Source: an optimization exercise on an open RTL-to-GDS flow (aim: small area, a short achievable clock period and few clock cycles). Production flows keep margins and buffers that such runs may drop.
The RTL was checked by simulation tests, not by an equivalence proof against the original design.

`config.mk`:
```
export PLATFORM = sky130hd
export DESIGN_NAME = mxquant
export DESIGN_NICKNAME = mxquant
export VERILOG_FILES = /design/flow/design.v
export SDC_FILE = /design/flow/constraint.sdc
export NUM_CORES = 4
export LEC_CHECK = 0
export CAP_MARGIN = 20
export CORE_MARGIN = 2
export CORE_UTILIZATION = 40
export SETUP_SLACK_MARGIN = 1.5
export SLEW_MARGIN = 20
```
`design.v`:
```
module mx_lane (
    input  wire        clk,
    input  wire [31:0] x,        
    input  wire [1:0]  el1,      
    input  wire [1:0]  el2,      
    input  wire [7:0]  m2,       
    input  wire [1:0]  el3,      
    input  wire [2:0]  rnd3,     
    input  wire [15:0] u,        
    output reg  [7:0]  code,     
    output reg         f_sat     
);
    wire        s    = x[31];
    wire        inf  = x[30:23] == 8'hFF;
    wire [7:0]  fe   = inf ? 8'hFE : x[30:23];
    wire [22:0] fm   = inf ? 23'h7F_FFFF : x[22:0];
    wire [23:0] raw  = {fe != 8'd0, fm};
    wire [7:0]  ee   = (fe == 8'd0) ? 8'd1 : fe;
    reg signed [9:0] k1;
    always @(*) begin
        case (el1)
            2'd0:    k1 = 10'sd6;
            2'd1:    k1 = -10'sd8;
            2'd2:    k1 = 10'sd20;
            default: k1 = 10'sd17;
        endcase
    end
    reg [4:0] pr, tz;
    integer i;
    always @(*) begin
        pr = 5'd0;
        for (i = 0; i < 24; i = i + 1)
            if (raw[i]) pr = i[4:0];
        tz = 5'd0;
        for (i = 23; i >= 0; i = i - 1)
            if (raw[i]) tz = i[4:0];
    end
    reg        p1_s, p1_inf, p1_nz;
    reg [23:0] p1_raw;
    reg [9:0]  p1_ke;
    reg [4:0]  p1_pr, p1_tz;
    always @(posedge clk) begin
        p1_s   <= s;
        p1_inf <= inf;
        p1_nz  <= raw != 24'd0;
        p1_raw <= raw;
        p1_ke  <= k1 - $signed({2'd0, ee});
        p1_pr  <= pr;
        p1_tz  <= tz;
    end
    reg [1:0] mb2;
    always @(*) begin
        case (el2)
            2'd0:    mb2 = 2'd3;
            2'd1:    mb2 = 2'd2;
            2'd2:    mb2 = 2'd1;
            default: mb2 = 2'd0;
        endcase
    end
    wire signed [10:0] tc   = $signed({3'd0, m2}) + $signed({p1_ke[9], p1_ke});
    wire signed [10:0] pc   = (el2 == 2'd3) ? 11'sd0 : $signed({6'd0, p1_pr}) - $signed({9'd0, mb2});
    wire signed [10:0] d    = pc - tc;
    wire               nrm  = d > 11'sd0;
    wire signed [10:0] r    = nrm ? pc : tc;           
    wire [5:0]         rs   = (r > 11'sd40) ? 6'd40 : r[5:0];
    wire [39:0]        w    = {p1_raw, 16'd0} >> rs;
    wire               stk  = p1_nz && (rs > {1'b0, p1_tz} + 6'd16);
    reg        p2_s, p2_inf, p2_stk;
    reg [7:0]  p2_rq;
    reg [15:0] p2_d;
    reg [4:0]  p2_base;
    always @(posedge clk) begin
        p2_s    <= p1_s;
        p2_inf  <= p1_inf;
        p2_stk  <= stk;
        p2_rq   <= w[23:16];
        p2_d    <= w[15:0];
        p2_base <= nrm ? d[4:0] : 5'd0;
    end
    wire        half    = p2_d[15];
    wire        below   = (|p2_d[14:0]) | p2_stk;
    wire        inexact = half | below;
    wire [16:0] dsum    = {1'b0, p2_d} + {1'b0, u};
    reg up;
    always @(*) begin
        case (rnd3)
            3'd0: up = half & (below | p2_rq[0]);
            3'd1: up = half;
            3'd2: up = 1'b0;
            3'd3: up = inexact & ~p2_s;
            3'd4: up = inexact & p2_s;
            3'd5: up = dsum[16];
            default: up = 1'b0;
        endcase
    end
    wire [8:0] rr0 = {1'b0, p2_rq};
    wire [8:0] rr1 = {1'b0, p2_rq} + 9'd1;
    reg [8:0] bs;
    reg [7:0] maxbits, sgnb;
    always @(*) begin
        case (el3)
            2'd0:    begin bs = {1'b0, p2_base, 3'd0}; maxbits = 8'h7E; sgnb = {p2_s, 7'd0}; end
            2'd1:    begin bs = {2'b0, p2_base, 2'd0}; maxbits = 8'h7B; sgnb = {p2_s, 7'd0}; end
            default: begin bs = {3'b0, p2_base, 1'd0}; maxbits = 8'h07; sgnb = {4'd0, p2_s, 3'd0}; end
        endcase
    end
    function [8:0] pack(input [8:0] rr, input [8:0] bs, input [7:0] maxbits,
                        input [7:0] sgnb, input is_int, input s);
        reg [8:0] cm;
        begin
            cm = bs + rr;
            if (is_int) begin
                if (!s && rr[7]) pack = {1'b1, 8'h7F};
                else if (s)      pack = {1'b0, 8'd0 - rr[7:0]};
                else             pack = {1'b0, rr[7:0]};
            end else if (cm > {1'b0, maxbits})
                pack = {1'b1, sgnb | maxbits};
            else
                pack = {1'b0, sgnb | cm[7:0]};
        end
    endfunction
    wire [8:0] pk0 = pack(rr0, bs, maxbits, sgnb, el3 == 2'd3, p2_s);
    wire [8:0] pk1 = pack(rr1, bs, maxbits, sgnb, el3 == 2'd3, p2_s);
    always @(*) begin
        code  = up ? pk1[7:0] : pk0[7:0];
        f_sat = (up ? pk1[8] : pk0[8]) | p2_inf;
    end
endmodule
module mxquant (
    input  wire         clk,
    input  wire         rst,           
    input  wire         in_valid,
    output wire         in_ready,
    input  wire [127:0] in_x,          
    input  wire [7:0]   in_fmt,        
    input  wire [2:0]   in_round,
    input  wire         in_sat,
    input  wire         seed_load,
    input  wire [31:0]  seed,
    output reg          out_valid,
    output reg  [31:0]  out_e,         
    output reg  [7:0]   out_scale,
    output reg  [3:0]   out_sat
);
    localparam LANES = 4;
    reg [2:0] ph;           
    reg [2:0] in_cnt;       
    reg       rdy;          
    reg       emit;         
    reg       v0, f0, l0;   
    assign in_ready = rdy;
    wire accept = in_valid && rdy;
    always @(posedge clk) begin
        if (rst) begin
            ph     <= 3'd0;
            in_cnt <= 3'd0;
            rdy    <= 1'b1;
            emit   <= 1'b0;
            v0     <= 1'b0;
            f0     <= 1'b0;
            l0     <= 1'b0;
        end else begin
            ph  <= ph + 3'd1;
            if (accept) in_cnt <= in_cnt + 3'd1;
            rdy <= accept || (ph + 3'd1 == in_cnt);
            v0  <= accept;
            f0  <= accept && in_cnt == 3'd0;
            l0  <= accept && in_cnt == 3'd7;
            if (ph == 3'd7) emit <= accept && in_cnt == 3'd7;
        end
    end
    reg [127:0] r0, r1, r2, r3, r4, r5, r6, r7;
    always @(posedge clk) begin
        r0 <= rdy ? in_x : r7;
        r1 <= r0; r2 <= r1; r3 <= r2; r4 <= r3; r5 <= r4; r6 <= r5; r7 <= r6;
    end
    reg [1:0] cfg_el;
    reg [2:0] cfg_round;
    reg       cfg_sat;
    always @(posedge clk)
        if (accept) begin
            cfg_el    <= in_fmt[1:0];
            cfg_round <= in_round;
            cfg_sat   <= in_sat;
        end
    function [7:0] efld(input [31:0] v);    
        efld = (v[30:23] == 8'hFF) ? 8'hFE : v[30:23];
    endfunction
    function [7:0] max8(input [7:0] a, input [7:0] b);
        max8 = (a > b) ? a : b;
    endfunction
    reg  [3:0] emax;
    always @(*) begin
        case (cfg_el)
            2'd0:    emax = 4'd8;
            2'd1:    emax = 4'd15;
            2'd2:    emax = 4'd2;
            default: emax = 4'd0;
        endcase
    end
    reg       beat_nan, beat_inf;
    integer b;
    always @(*) begin
        beat_nan = 1'b0; beat_inf = 1'b0;
        for (b = 0; b < LANES; b = b + 1)
            if (r0[32*b+30 -: 8] == 8'hFF) begin
                if (r0[32*b +: 23] != 23'd0) beat_nan = 1'b1;
                else                         beat_inf = 1'b1;
            end
    end
    reg  [7:0] acc_max;
    reg        acc_nan, acc_inf;
    wire [7:0] m01  = max8(efld(r0[31:0]),  efld(r0[63:32]));
    wire [7:0] m23  = max8(efld(r0[95:64]), efld(r0[127:96]));
    wire [7:0] mold = f0 ? {4'd0, emax} : acc_max;
    wire [7:0] mfin = max8(max8(m01, m23), mold);
    always @(posedge clk)
        if (v0) begin
            acc_max <= mfin;
            acc_nan <= beat_nan | (acc_nan & ~f0);
            acc_inf <= beat_inf | (acc_inf & ~f0);
        end
    reg [1:0] el2, el3;
    reg [2:0] rnd2, rnd3;
    reg       nan2, nan3;
    reg [7:0] m2, xb3;
    reg [3:0] emax2;
    always @(posedge clk) begin
        if (l0) begin
            el2   <= cfg_el;
            rnd2  <= cfg_round;
            nan2  <= acc_nan | beat_nan | ((acc_inf | beat_inf) & ~cfg_sat);
            m2    <= mfin;
            emax2 <= emax;
        end
        el3  <= el2;
        rnd3 <= rnd2;
        nan3 <= nan2;
        xb3  <= m2 - {4'd0, emax2};
    end
    wire [1:0] el1 = l0 ? cfg_el : el2;
    reg v1, v2;
    always @(posedge clk) begin
        if (rst) begin
            v1 <= 1'b0; v2 <= 1'b0;
        end else begin
            v1 <= emit; v2 <= v1;
        end
    end
    function [31:0] lfsr_step(input [31:0] g);
        lfsr_step = g[0] ? ((g >> 1) ^ 32'h8020_0003) : (g >> 1);
    endfunction
    reg [31:0]             lfsr;
    reg [32*(LANES+1)-1:0] g;    
    reg [31:0]             st;
    integer k, n;
    always @(*) begin
        st = lfsr;
        g[31:0] = st;
        for (k = 1; k <= LANES; k = k + 1) begin
            for (n = 0; n < 16; n = n + 1)
                st = lfsr_step(st);
            g[32*k +: 32] = st;
        end
    end
    always @(posedge clk) begin
        if (rst)
            lfsr <= 32'h0000_0001;
        else if (seed_load)
            lfsr <= seed;
        else if (v2 && rnd3 == 3'd5)
            lfsr <= g[32*LANES +: 32];
    end
    wire [31:0] codes;
    wire [3:0]  sats;
    genvar l;
    generate
        for (l = 0; l < LANES; l = l + 1) begin : lane
            mx_lane u_lane (
                .clk   (clk),
                .x     (r7[32*l +: 32]),
                .el1   (el1),
                .el2   (el2),
                .m2    (m2),
                .el3   (el3),
                .rnd3  (rnd3),
                .u     (g[32*(l+1) +: 16]),
                .code  (codes[8*l +: 8]),
                .f_sat (sats[l])
            );
        end
    endgenerate
    always @(posedge clk) begin
        if (rst)
            out_valid <= 1'b0;
        else
            out_valid <= v2;
        if (nan3) begin
            out_e     <= 32'd0;
            out_scale <= 8'hFF;
            out_sat   <= 4'd0;
        end else begin
            out_e     <= codes;
            out_scale <= xb3;
            out_sat   <= sats;
        end
    end
endmodule
```
`constraint.sdc`:
```
create_clock -name core_clock -period 24.0 [get_ports {clk}]
set_input_delay 4.8000 -clock core_clock [delete_from_list [all_inputs] [get_ports {clk}]]
set_output_delay 4.8000 -clock core_clock [all_outputs]
set_load 0.01 [all_outputs]
```
`run.sh`:
```
#!/bin/bash
# synth_recipe.tcl (not shown) runs the flow's synth.tcl, then flattens the netlist and writes it again
# the make line also repeats each setting of config.mk as NAME=value (left out here)
make -C /OpenROAD-flow-scripts/flow DESIGN_CONFIG=/design/flow/config.mk WORK_HOME=/design/flow/orfs CLKGATE_MAP_FILE= SYNTH_SCRIPT=/design/flow/synth_recipe.tcl finish
```
==> run_results.csv <==
group,metric,value,unit
outcome,status,"finished clean",
die,die_h,391,um
clock_tree,cts_setup_buffers,0,
worst_hold_path,min_to,"r7[94]$_DFF_P_",
global_route,antenna_found_initial,7,
worst_setup_path,cp-end-kind,"flop",
routing,ant_nets,0,
logic_synthesis,synthesis.nets,6440,
logic_synthesis,synth_xor_area_share,7.55,%
logic_synthesis,synthArstFlopShare,0,%
worst_setup_path,arrival,8.55,ns
routing,via_per_inst,5.25,
clock_tree,clock_latency,0.79,ns
place,gp_congestion,0.948,
timing,skew,0.0737,ns
die,initial_core_util,40.1,%
timing,period_share,33.1,%
clock_tree,cts_buffer_depth,3,
worst_setup_path,r2r-start,"lfsr[0]$_SDFFE_PP1P_",
clock_tree,tritoncts,"built",
worst_setup_path,slowest_delay,0.65,ns
finish,drive_above_1_share,9.56,%
worst_setup_path,r2r_slack,16.05,ns
clock_tree,htreeDepth,4,
logic_synthesis,synthTopCellsByCount,"dfxtp_1, nor2_1, nand2_1, a21oi_1, ha_1",
die,floorplan.rows,142,
logic_synthesis,synthFlopType,"dfxtp_1",
worst_setup_path,critical-path-slowest-cell,"dfxtp_1",
place,numPortBuffers,215,
routing,vias,42757,
die,dieArea,153000,sq um
logic_synthesis,ys_ff_latch,1477,
logic_synthesis,netlist_top_cells_area,"dfxtp_1, ha_1, xnor2_1",
logic_synthesis,ys_seq_area_share,49.9,%
flow_run,cap_violations,0,
routing,dr.pass1.iters,6,
timing,rsz0062_at_grt,"false",
timing,hold_violations,0,
logic_synthesis,synth-simple-area-share,11.1,%
logic_synthesis,synth_top_area_cell,"dfxtp_1",
finish,instances_no_fill,8150,
clock_tree,clock_sinks,1477,
die,io_pins,222,
timing,max-slew-margin-rel,25.9,%
timing,worstMarginPinSlew,1.11,ns
global_route,grt_util_all_layers,20.8,%
clock_tree,cts_root_buf,"clkbuf_16",
global_route,grt_max_degree,78,
worst_setup_path,crit_family,"XOR/XNOR gates",
worst_setup_path,crit_fanout,17,
logic_synthesis,syn-cell-area,59900,sq um
timing,setup_viol,0,
routing,drt-total-wl,162000,um
die,core,149000,sq um
timing,tns,0,ns
worst_hold_path,min_from,"r6[94]$_DFF_P_",
logic_synthesis,synth_top_area_share,48.3,%
logic_synthesis,synth_top_family_by_area,"compound AO/OA/AOI/OAI gates",
worst_setup_path,required,24.60,ns
clock_tree,cts_resized,0,
worst_setup_path,critical_path_class,"reg -> reg",
place,dpl.hpwl,123000,um
logic_synthesis,synth_edf_count,31,
timing,period_minus_slack,7.95,ns
global_route,grt_pass1_vias,41248,
logic_synthesis,syn_area_per_cell,10.2,sq um
logic_synthesis,muxShareOfSynthArea,6.18,%
finish,nets,6648,
clock_tree,numCtsBuffers,148,
finish,area_delta_synth_final,15.7,%
worst_hold_path,hp-class,"reg -> reg",
routing,drt_iter0_drc,3121,
global_route,grt_pass1_wl,245000,um
logic_synthesis,synthDistinctLibCells,90,
routing,wl_per_cell,19.9,um
logic_synthesis,synth_compound_area_share,13.5,%
finish,final_util,46.4,%
finish,fillers,13846,
place,dp.cells,7879,
global_route,grt_remaining_overflow,0,
clock_tree,path_clk_slew,0.07,ns
logic_synthesis,synthMostInstantiatedCell,"dfxtp_1",
die,chipWidth,391,um
worst_setup_path,crit_buf_inv,1,
logic_synthesis,synthCells,5878,
worst_setup_path,rr_worst_depth,26,
logic_synthesis,synth_warnings,2,
timing,report.final.slew_viol_count,0,
logic_synthesis,synthAdderAreaFrac,8.38,%
worst_hold_path,whs_path_depth,0,
timing,holdWs,0.293,ns
routing,drc,0,
clock_tree,cts_hold_buf,0,
worst_setup_path,timing.rr.end,"out_e[29]$_SDFF_PP0_",
worst_setup_path,startpoint_type,"flop",
timing,fmax,0.126,GHz
==> final cells by class <==
| type | count | area [sq um] | share of cell area, % |
|---|---|---|---|
| Antenna cell | 1 | 2.50 | 0.00361 |
| Clock buffer | 198 | 4150 | 5.99 |
| Clock inverter | 71 | 1090 | 1.58 |
| Inverter | 329 | 1230 | 1.78 |
| Multi-Input combinational cell | 3872 | 28000 | 40.5 |
| Sequential cell | 1477 | 29900 | 43.1 |
| Tap cell | 1944 | 2430 | 3.51 |
| Timing Repair Buffer | 258 | 2470 | 3.56 |
==> worst max-delay path by stage <==
stage	cells after the start	startpoint	end	slack [ns]
finish	26	lfsr[0]$_SDFFE_PP1P_	out_e[29]$_SDFF_PP0_	16.05
global route	26	lfsr[2]$_SDFFE_PP0P_	out_e[29]$_SDFF_PP0_	15.76
CTS	26	lfsr[2]$_SDFFE_PP0P_	out_e[29]$_SDFF_PP0_	16.16
detailed placement	26	lfsr[2]$_SDFFE_PP0P_	out_e[29]$_SDFF_PP0_	16.20
global placement	26	lfsr[2]$_SDFFE_PP0P_	out_e[29]$_SDFF_PP0_	16.22
floorplan	25	el2[0]$_DFF_P_	lane[3].u_lane.p2_d[6]$_DFF_P_	17.83
==> cells by family (layout without fill, tap and decap cells) <==
logic type,after synthesis,after routing
muxes,353,353
AOI/OAI and AO/OA,1282,1282
buffers and inverters,529,856
other,0,1
adders and majority gates,386,386
xor gates and xnor gates,447,447
and+or+nand+nor,1404,1404
DFF,1477,1477
==> sequential cells by signal, indices dropped and copies added (netlist names), 96 cells and up <==
signal,count
lane.u_lane.p1_raw,96
r3,128
r7,128
r4,128
r6,128
r5,128
r0,128
r1,128
r2,128
==> placed cells by master (no fill, tap or decap), drive strengths merged, types with 32 or more instances in the layout <==
cell type | Yosys | routed
a211oi | 50 | 50
a21o | 62 | 62
a21oi | 362 | 362
a22oi | 33 | 33
and2 | 32 | 32
buf | 34 | 45
clkbuf | 166 | 198
clkdlybuf4s50 | 0 | 213
clkinv | 10 | 45
dfxtp | 1446 | 1446
ha | 361 | 361
inv | 319 | 333
mux2 | 124 | 124
mux2i | 228 | 228
nand2 | 375 | 375
nand2b | 57 | 57
nand3 | 89 | 89
nand4 | 62 | 62
nor2 | 402 | 402
nor2b | 48 | 48
nor3 | 91 | 91
nor4 | 55 | 55
o21ai | 354 | 354
o21bai | 53 | 53
o22ai | 50 | 50
or2 | 99 | 99
or3 | 33 | 33
xnor2 | 310 | 310
xor2 | 119 | 119
==> layer usage <==
metal | global-route usage (%) | vias to the layer above | wire length, um
met5 | 0 | - | 7
met4 | 5.83 | 2 | 3760
met3 | 3.56 | 228 | 9490
met2 | 32.3 | 1220 | 71400
met1 | 29.5 | 20368 | 77200
li1 | - | 20939 | -
==> through the flow <==
step	instance area, sq um	setup WS, ns
2_1_floorplan	59900	17.83
3_5_place_dp	64100	16.20
6_report	69300	16.05
5_1_grt	69300	15.76
4_1_cts	69300	16.16
3_3_place_gp	64100	16.22
Testbench counts, summed over its fixed seeds: cycles 96,088.

[afterwards: timing with drivers on the ports]
How much do the figures lean on ideal ports? The routed layout below was timed once more, with nothing changed but the port constraints. Step 1 sets driving cells, clkbuf_16 on the clock port and buf_2 on the other inputs (assumed; they add their load-dependent delay and slew). Step 2 moves the port delays by t, midway between the first and last clock arrival at a register: inputs arrive t later, outputs are due t later. That takes back most of the time a late clock gives input paths. Three values: ideal, step 1, step 2; two values: the first two.
t, ns: 0.841
setup slack, ns: 16.051 / 16.051 / 16.051
worst slew at a driven data input, ns: 0.12
After both steps setup and hold are still met in this run. The setup slack of this run moves by 0.000 ns with the drivers and by 0.000 ns with both steps.
